Source: an optimization exercise on an open RTL-to-GDS flow (aim: small area, a short achievable clock period and few clock cycles per item). Production flows keep margins and buffers that such runs may drop.

## rev 12
Design pagecode_dec, start of the top module:
module pagecode_dec (
  input  wire        clk,
  input  wire        rst,
  input  wire        in_valid,
  input  wire [7:0]  in_data,
  output reg         in_ready,
  output reg         out_valid,
  output reg         out_clean,
  output reg         out_poison,
  output reg         out_ok,
  output reg  [2:0]  out_count,
  output wire [31:0] out_pos,
  output wire [31:0] out_val
);
clock: 12.0 ns
lec_check: 0
cap_margin: 20
core_margin: 2
core_utilization: 40
slew_margin: 20
standard.sh (not shown) runs the stock make flow with config.mk's settings and CLKGATE_MAP_FILE= SYNTH_SCRIPT=/design/flow/synth_recipe.tcl, a recipe that flattens the netlist after the stock synthesis.
==> flow/flow/run.sh <==
#!/bin/bash
# The standard layout, with ORFS's repair_timing aiming at a setup slack
# margin of 8.5 ns, and buf_2 cells as the port buffers (the SDC, clock period
# and all other settings unchanged).
set -euo pipefail
export SETUP_SLACK_MARGIN=8.5
export BUFFER_PORTS_ARGS="-buffer_cell sky130_fd_sc_hd__buf_2"
bash standard.sh > standard_flow.log 2>&1
Inputs modified between rev 12 and rev 13:
--- a/flow/design.v
+++ b/flow/design.v
@@ -2,22 +2,22 @@
   input  wire        clk,
   input  wire        rst,
   input  wire        in_valid,
   input  wire [7:0]  in_data,
   output reg         in_ready,
   output reg         out_valid,
   output reg         out_clean,
   output reg         out_poison,
   output reg         out_ok,
   output reg  [2:0]  out_count,
-  output wire [31:0] out_pos,
-  output wire [31:0] out_val
+  output reg  [31:0] out_pos,
+  output reg  [31:0] out_val
 );
   function automatic [7:0] gf_mul(input [7:0] a, input [7:0] b);
     integer i;
     reg [7:0] p, aa;
     begin
       p  = 8'h00;
       aa = a;
       for (i = 0; i < 8; i = i + 1) begin
         if (b[i]) p = p ^ aa;
         aa = {aa[6:0], 1'b0} ^ (aa[7] ? 8'h1d : 8'h00);
@@ -142,20 +142,21 @@
   reg  [2:0] k;                 
   reg  [2:0] L;
   reg        fail;              
   reg        lch;               
   reg        clean_f, pois_f;
   reg  [6:0] q;                 
   reg        hid;               
   reg        pa, pb, pc;        
   reg  [1:0] sa, sb, sc;        
   reg  [2:0] nroot;
+  reg        fin_d;             
   wire [7:0] p    = gf_mul(ma, mb);
   wire [7:0] ssel = S[sx];
   wire [7:0] lsel = lam[lx];
   wire [7:0] i2   = gf_inv2(ih);                    
   wire s_zero = (syn_nx[0] | syn_nx[1] | syn_nx[2] | syn_nx[3] |
                  syn_nx[4] | syn_nx[5] | syn_nx[6] | syn_nx[7]) == 8'h00;
   wire s_pois = {syn_nx[7], syn_nx[6], syn_nx[5], syn_nx[4],
                  syn_nx[3], syn_nx[2], syn_nx[1], syn_nx[0]} == SP;
   wire       d_nz  = (ma != 8'h00);
   wire       lc    = d_nz && ({L, 1'b0} <= {1'b0, r});
@@ -199,25 +200,27 @@
       D_CHN:  if (adv && q == 7'd0) st_nx = D_DRN;
       D_DRN:  if (!pa && !pb) st_nx = D_FIN;
       D_FIN:  st_nx = D_IDLE;
       default: ;
     endcase
     if (load) st_nx = D_F;
   end
   always @(posedge clk) begin
     if (rst) begin
       st        <= D_IDLE;
+      fin_d     <= 1'b0;
       out_valid <= 1'b0;
       in_ready  <= 1'b1;
     end else begin
       st        <= st_nx;
-      out_valid <= (st == D_FIN);
+      fin_d     <= (st == D_FIN);
+      out_valid <= fin_d;
       in_ready  <= !last_nx || (st == D_IDLE && !load) || (st == D_FIN) ||
                    (st == D_DRN && !pa && !pb);
     end
   end
   always @(posedge clk) begin
     ih <= gf_inv1(iv);
     case (st)
       D_F: begin
         if (r == 3'd0) begin
           lam[0]  <= ma;
@@ -358,19 +361,19 @@
       L     <= 3'd0;
       r     <= 3'd0;
       fail  <= 1'b0;
       hid   <= 1'b0;
       pa    <= 1'b0;
       pb    <= 1'b0;
       pc    <= 1'b0;
       nroot <= 3'd0;
     end
   end
-  assign out_pos = {S[3], S[2], S[1], S[0]};
-  assign out_val = {S[7], S[6], S[5], S[4]};
   always @(posedge clk) begin
+    out_pos    <= {S[3], S[2], S[1], S[0]};
+    out_val    <= {S[7], S[6], S[5], S[4]};
     out_clean  <= clean_f;
     out_poison <= pois_f;
     out_ok     <= clean_f || ok_dec;
     out_count  <= ok_dec ? L : 3'd0;
   end
 endmodule
Findings:
Re area of the multi-input gates: rev 13 is about 1.4% down on rev 12. Between rev 13 and rev 12, it is rev 13 whose initial antenna violation count is lower, by 1. STATUS die area: rev 13 loses against rev 12. Re clock network latency to the later pin of the worst-skew pair: rev 13 is 40 ps up on rev 12. Sort rev 13 and rev 12 by cell count after synthesis desc -> top: rev 13. Number of standard cells in the layout, taps in and fillers out: rev 13 and rev 12 compared, lower one is rev 12. Relative to rev 12, the worst setup slack of rev 13 is higher by 160 ps. Rev 13 against rev 12: post-CTS setup-driven buffer insertion count lower, via count higher. From rev 12 to rev 13 the numbers moved as follows: routing usage on met2 has decreased, routed wire length has decreased, fraction of the core area covered by cells at the end of the flow has increased. Area: rev 13 vs rev 12 -> rev 13 larger.
No functional check of the RTL was part of any run of this note.

## afterwards: timing with drivers on the ports
No port has a modelled driver above. Below, the same layouts with a new extraction and two added sets of constraints. Step 1 sets driving cells, clkbuf_16 on the clock port and buf_2 on the other inputs (assumed; they add their load-dependent delay and slew). Step 2 also shifts input and output timing later by t, the mid clock arrival at the registers, as if the neighbouring blocks saw the same clock. a / b / c = ideal / step 1 / step 2; a / b = the first two.
run	shift t [ns]	setup WS [ns]	cell pins on the clock port's net
rev 12	0.613	8.355 / 8.289 / 8.537	1
rev 13	0.656	8.516 / 8.479 / 8.516	1
After both steps setup and hold are still met in every run listed.
